This is an optimization exercise on Yosys and OpenROAD, whose aim is small area, a short achievable clock period and few clock cycles per item, not a production implementation.
At most, simulation tests tie the RTL to the original design; equivalence was not proved.

==> job 1240: inputs <==
// hedgerow_bq2
module hedgerow_bq2 (
    input  wire               clk,
    input  wire               rst,
    input  wire               in_valid,
    output wire               in_ready,
    input  wire signed [23:0] x_m,
    input  wire signed [7:0]  x_e,
    input  wire [1:0]         bq_en,
    input  wire signed [23:0] bq1_b0,
    input  wire signed [23:0] bq1_b1,
    input  wire signed [23:0] bq1_b2,
    input  wire signed [23:0] bq1_a1,
    input  wire signed [23:0] bq1_a2,
    input  wire signed [7:0]  bq1_exp,
    input  wire signed [23:0] bq2_b0,
    input  wire signed [23:0] bq2_b1,
    input  wire signed [23:0] bq2_b2,
    input  wire signed [23:0] bq2_a1,
    input  wire signed [23:0] bq2_a2,
    input  wire signed [7:0]  bq2_exp,
    output reg                out_valid,
    output reg  signed [23:0] y_m,
    output reg  signed [7:0]  y_e,
    output reg                ovf
);
    integer i;
    genvar  g;
    reg  [11:1] tA;         
    reg  [16:5] t2;         
    reg         tN1;        
    reg         m_both;     
    reg         m_one;      
    reg         m_f;        
    reg  [4:0]  gap;        
    assign in_ready = m_both ? ((gap == 5'd10) || (gap >= 5'd16)) :
                      m_one  ? (gap >= 5'd10) : 1'b1;
    wire take   = in_valid & in_ready & ~rst;
    wire en_any = bq_en[0] | bq_en[1];
    reg signed [23:0] s1 [0:1];
    reg signed [23:0] s2 [0:1];
    reg signed [7:0]  es [0:1];
    reg [4:0]         low [0:1];
    reg [1:0]         used;
    reg [4:0]         rk;           
    reg signed [23:0] X1_m;         
    reg signed [8:0]  ebA, ebB;     
  ...
make LEC_CHECK=0 CAP_MARGIN=20 CORE_MARGIN=2 CORE_UTILIZATION=40 PLACE_DENSITY=0.6 SLEW_MARGIN=20 finish   # period 25.0 ns
run.sh (not shown) runs the stock make flow with config.mk's settings and CLKGATE_MAP_FILE= SYNTH_SCRIPT=/design/flow/synth_recipe.tcl, a recipe that flattens the netlist after the stock synthesis.
==> inputs of job 3748, as changes to job 1240 <==
--- a/flow/design.v
+++ b/flow/design.v
@@ -121,14 +121,27 @@
     wire signed [23:0] ls1_0 = rr1 ? rr_o : s1[0];
     wire signed [23:0] ls1_1 = rr2 ? rr_o : s1[1];
     function automatic quiet;
         input signed [23:0] m;
         quiet = (m < 24'sd1048576) && (m > -24'sd1048576);
     endfunction
-    wire dn0 = lo1 & used[0] & quiet(ls1_0) & quiet(s2[0]) & (low[0] >= 5'd15) & (es[0] > -8'sd40);
-    wire dn1 = lo2 & used[1] & quiet(ls1_1) & quiet(s2[1]) & (low[1] >= 5'd15) & (es[1] > -8'sd40);
+    function automatic quiet_r;
+        input signed [23:0] m;
+        input [4:0]         k;
+        case (k)
+            5'd0:    quiet_r = (m < 24'sd1048576) && (m > -24'sd1048576);
+            5'd1:    quiet_r = (m < 24'sd2097151) && (m > -24'sd2097151);
+            5'd2:    quiet_r = (m < 24'sd4194302) && (m > -24'sd4194302);
+            5'd3:    quiet_r = (m < 24'sd8388604) && (m > -24'sd8388604);
+            default: quiet_r = 1'b1;
+        endcase
+    endfunction
+    wire qs1_0 = rr1 ? quiet_r(s1[0], rk) : quiet(s1[0]);
+    wire qs1_1 = rr2 ? quiet_r(s1[1], rk) : quiet(s1[1]);
+    wire dn0 = lo1 & used[0] & qs1_0 & quiet(s2[0]) & (low[0] >= 5'd15) & (es[0] > -8'sd40);
+    wire dn1 = lo2 & used[1] & qs1_1 & quiet(s2[1]) & (low[1] >= 5'd15) & (es[1] > -8'sd40);
     wire signed [23:0] v_s1_0 = dn0 ? (ls1_0 <<< 1) : ls1_0;
     wire signed [23:0] v_s1_1 = dn1 ? (ls1_1 <<< 1) : ls1_1;
     wire signed [23:0] v_s2_0 = dn0 ? (s2[0] <<< 1) : s2[0];
     wire signed [23:0] v_s2_1 = dn1 ? (s2[1] <<< 1) : s2[1];
     wire signed [7:0]  v_es_0 = dn0 ? es[0] - 8'sd1 : es[0];
     wire signed [7:0]  v_es_1 = dn1 ? es[1] - 8'sd1 : es[1];
@@ -175,16 +188,17 @@
     wire signed [62:0] inS = {{2{SR[23]}}, SR, 37'd0};
     wire signed [62:0] tmA = inA >>> dA;
     wire signed [62:0] tmB = inB >>> dB;
     wire signed [62:0] tmS = inS >>> dS;
     reg signed [62:0] acc;
     reg signed [9:0]  Ra;
-    reg  nput, nF;                      
-    wire signed [7:0] es_n = es[nF];
+    reg               nput;             
+    reg signed [7:0]  es_n;             
+    reg signed [10:0] n_pmin, n_pmax;   
     wire        n_sg = acc[62];
-    wire [63:0] n_mg = {2'b00, acc[61:0] ^ {62{n_sg}}};
+    wire [63:0] n_mg = {2'b00, acc[61:0] ^ acc[62:1]};
     wire        n_nz = |acc;
     wire [31:0] hz1; wire [31:0] hp1;
     wire [15:0] hz2; wire [31:0] hp2;
     wire [7:0]  hz3; wire [23:0] hp3;
     wire [3:0]  hz4; wire [15:0] hp4;
     wire [1:0]  hz5; wire [9:0]  hp5;
@@ -233,30 +247,38 @@
     assign lp6 = lz5[0] ? {1'b1, lp5[9:5]} : {1'b0, lp5[4:0]};
     wire [6:0] n_L  = hz6 ? 7'd0 : ({1'b0, hp6} + 7'd1);
     wire [6:0] n_tz = {1'b0, lp6};      
     wire signed [10:0] n_R    = {Ra[9], Ra};
     wire signed [10:0] n_emin = nput ? {{3{es_n[7]}}, es_n} : -11'sd64;
     wire signed [10:0] n_emax = nput ? 11'sd40 : 11'sd63;
-    wire signed [10:0] n_pmin = n_emin - n_R + 11'sd63;
-    wire signed [10:0] n_pmax = n_emax - n_R + 11'sd63;
     wire signed [10:0] n_Ls   = {4'd0, n_L};
     wire signed [10:0] n_p0   = n_Ls + 11'sd1;
-    wire signed [10:0] n_pm1  = n_pmin - 11'sd1;
-    wire               n_up   = (n_Ls >= n_pm1);                 
-    wire               n_gt   = (n_Ls >= n_pmax);                
+    wire signed [10:0] n_t1   = n_pmin - 11'sd2;
+    wire signed [10:0] n_t2   = n_pmax - 11'sd1;
+    wire [5:0]         n_h    = hp6;
+    wire n_up = hz6 ? (n_pmin <= 11'sd1) :
+                ((n_t1 <= 11'sd0) | ((n_t1 <= 11'sd63) & (n_h >= n_t1[5:0])));    
+    wire n_gt = hz6 ? (n_pmax <= 11'sd0) :
+                ((n_t2 <= 11'sd0) | ((n_t2 <= 11'sd63) & (n_h >= n_t2[5:0])));    
+    wire n_gs = hz6 ? (n_pmax < 11'sd0) :
+                ((n_pmax <= 11'sd0) | ((n_pmax <= 11'sd63) & (n_h >= n_pmax[5:0])));  
     wire               n_mm   = (n_pmin > n_pmax);
     wire               n_over = n_nz && (n_up ? n_gt : n_mm);    
     wire signed [10:0] n_e0   = n_Ls + n_R - 11'sd62;
     wire signed [10:0] n_E1   = n_over ? n_emax : (n_up ? n_e0 : n_emin);
     wire [6:0]  n_minc = (n_pmin < 11'sd0) ? 7'd0 : ((n_pmin > 11'sd87) ? 7'd87 : n_pmin[6:0]);
     wire [6:0]  n_maxc = (n_pmax < 11'sd0) ? 7'd0 : ((n_pmax > 11'sd87) ? 7'd87 : n_pmax[6:0]);
-    wire [6:0]  n_pc   = n_over ? n_maxc : (n_up ? n_p0[6:0] : n_minc);
-    wire        n_sat  = n_over && (n_Ls > n_pmax);
+    wire [6:0]  n_p0c  = hz6 ? 7'd1 : ({1'b0, hp6} + 7'd2);
+    wire [6:0]  n_pc   = n_over ? n_maxc : (n_up ? n_p0c : n_minc);
+    wire        n_sat  = n_over && n_gs;
     wire signed [86:0] n_ext = {acc, 24'd0};
     wire signed [86:0] n_w   = n_ext >>> {n_pc[6:3], 3'd0};
-    wire        n_st  = ({1'b0, n_tz} + 8'd25) <= {1'b0, n_pc};
+    wire        n_st0 = ~hz6 & (({2'b0, lp6} + 8'd23) <= {2'b0, hp6});
+    wire        n_st1 = ({1'b0, n_tz} + 8'd25) <= {1'b0, n_minc};
+    wire        n_st2 = ({1'b0, n_tz} + 8'd25) <= {1'b0, n_maxc};
+    wire        n_st  = n_over ? n_st2 : (n_up ? n_st0 : n_st1);
     wire signed [10:0] n_es  = {{3{es_n[7]}}, es_n};
     wire signed [10:0] n_K0  = n_R - 11'sd62 - n_es;              
     wire signed [10:0] n_K1  = n_K0 + 11'sd1;
     wire signed [10:0] n_X0  = n_emax - n_es;
     wire signed [10:0] n_X1  = n_X0 + 11'sd1;
     wire signed [10:0] n_M0  = n_emin - n_es;
@@ -269,12 +291,27 @@
     wire [4:0] n_rk1 = (n_rs1 <= 11'sd0) ? 5'd0 : (n_rs1 > 11'sd24) ? 5'd24 : n_rs1[4:0];
     reg [4:0]         w_rk0, w_rk1;
     reg [31:0]        w_w;
     reg [2:0]         w_f;
     reg               w_st, w_sg, w_nz, w_over, w_sat, w_top, w_put;
     reg signed [7:0]  w_E1;
+    wire uy  = tA[2] | t2[7];             
+    wire u2  = tA[8] | t2[13];            
+    wire uF  = t2[7] | t2[11] | t2[13] | m_f;
+    wire signed [7:0]  u_es   = u2 ? pu_e : es[uF];
+    wire signed [10:0] u_emin = uy ? -11'sd64 : {{3{u_es[7]}}, u_es};
+    wire signed [10:0] u_emax = uy ? 11'sd63 : 11'sd40;
+    wire signed [10:0] u_R    = {Rp[9], Rp};
+    wire signed [10:0] u_cY   = -11'sd1 - u_R;                            
+    wire signed [7:0]  u_esF  = es[uF];
+    wire signed [10:0] u_cE   = {{3{u_esF[7]}}, u_esF} - u_R + 11'sd63;   
+    wire signed [10:0] u_c0   = {{3{w_E1[7]}}, w_E1} - u_R + 11'sd63;     
+    wire signed [10:0] u_c1   = u_c0 + 11'sd1;
+    wire signed [10:0] u_cX   = 11'sd103 - u_R;
+    wire signed [10:0] u_pmin = uy ? u_cY : (~u2 ? u_cE :
+                                (w_over ? u_cX : ((r_pf & ~w_top) ? u_c1 : u_c0)));
     wire [31:0] r_w   = w_w >> w_f;
     wire [23:0] w_q   = r_w[24:1];
     wire        w_g   = r_w[0];
     wire        r_inc = w_g & (w_st | w_q[0]);
     wire signed [24:0] r_r = {w_q[23], w_q} + {24'd0, r_inc};
     wire        r_pf  = ~w_over && ((r_r == 25'sh0400000) || (r_r == -25'sh0400000));
@@ -331,14 +368,16 @@
         w_rk1  <= n_rk1;
         pY     <= (take & en_any) | t2[5];
         p1     <= tA[4] | t2[9];
         p2     <= tA[6] | t2[11];
         pSec   <= t2[5] | t2[9] | t2[11];
         pF     <= t2[5] | t2[9] | t2[11] | (take ? ~bq_en[0] : m_f);
-        nput   <= tA[6] | tA[8] | t2[11] | t2[13];
-        nF     <= t2[7] | t2[11] | t2[13] | m_f;
+        nput   <= ~uy;
+        es_n   <= u_es;
+        n_pmin <= u_pmin;
+        n_pmax <= u_emax - u_R + 11'sd63;
         w_E1   <= n_E1[7:0];
         if (in_ready) begin
             X1_m <= x_m;
             ebA  <= {bq_en[0] ? bq1_exp[7] : bq2_exp[7], bq_en[0] ? bq1_exp : bq2_exp}
                   + ((x_m == 24'sd0) ? -9'sd64 : {x_e[7], x_e});
         end
@@ -415,13 +454,13 @@
             end
             if (lo1) begin
                 s1[0] <= v_s1_0;
                 s2[0] <= v_s2_0;
                 es[0] <= v_es_0;
                 if (used[0]) begin
-                    if (quiet(ls1_0) && quiet(s2[0])) begin
+                    if (qs1_0 && quiet(s2[0])) begin
                         if (dn0)
                             low[0] <= 5'd0;
                         else if (low[0] < 5'd16)
                             low[0] <= low[0] + 5'd1;
                     end else begin
                         low[0] <= 5'd0;
@@ -430,13 +469,13 @@
             end
             if (lo2) begin
                 s1[1] <= v_s1_1;
                 s2[1] <= v_s2_1;
                 es[1] <= v_es_1;
                 if (used[1]) begin
-                    if (quiet(ls1_1) && quiet(s2[1])) begin
+                    if (qs1_1 && quiet(s2[1])) begin
                         if (dn1)
                             low[1] <= 5'd0;
                         else if (low[1] < 5'd16)
                             low[1] <= low[1] + 5'd1;
                     end else begin
                         low[1] <= 5'd0;
==> inputs of job 724, as changes to job 1240 <==
- CORE_UTILIZATION: 40 -> 60
- PLACE_DENSITY: 0.6 -> 0.75
==> notes <==
- Job 724 finished clean. Job 3748 ran to the end with no violations. Job 1240 produced a clean layout.
- Sequential share of layout area: job 3748 is lower than job 1240 (0.59 points).
- Of job 3748 and job 724, job 3748 has the higher die area (gap about 60%, measured against job 724).
- In job 3748 the count of clock-buffer cells in the layout is higher than in job 1240, by 2.
- Setup slack: job 724 is worse than job 3748 (1000 ps).
- Synthesized cell count: job 724 is smaller than job 3748 (about 6%).
Testbench counts of job 1240, summed over its fixed seeds: cycles 96,755, items 9,600.
Testbench counts of job 724, summed over its fixed seeds: cycles 96,755, items 9,600.
Function not checked in job 3748: the RTL went through the layout flow alone.

## afterwards: timing with drivers on the ports
How much do the figures lean on ideal ports? The routed layouts below were timed once more, with nothing changed but the port constraints.
Step 1 (the two cells are an assumption about what drives the block):
set clk [get_ports {clk}]
set_driving_cell -lib_cell sky130_fd_sc_hd__clkbuf_16 $clk
set_driving_cell -lib_cell sky130_fd_sc_hd__buf_2 [delete_from_list [all_inputs] $clk]
Step 2, shift: input delay + t, output delay - t, t = (earliest + latest rising clock arrival at the registers) / 2. This alone moves slack from input paths to output paths.
Slacks: no drivers / after step 1 / after step 2; pairs: no drivers / after step 1.
run	t, ns	setup slack, ns	cell pins on the clock port's net
job 1240	0.803	14.942 / 14.942 / 14.942	1
job 3748	0.804	16.268 / 16.268 / 16.268	1
job 724	0.779	15.237 / 15.237 / 15.237	1
After both steps every run listed still meets setup and hold.
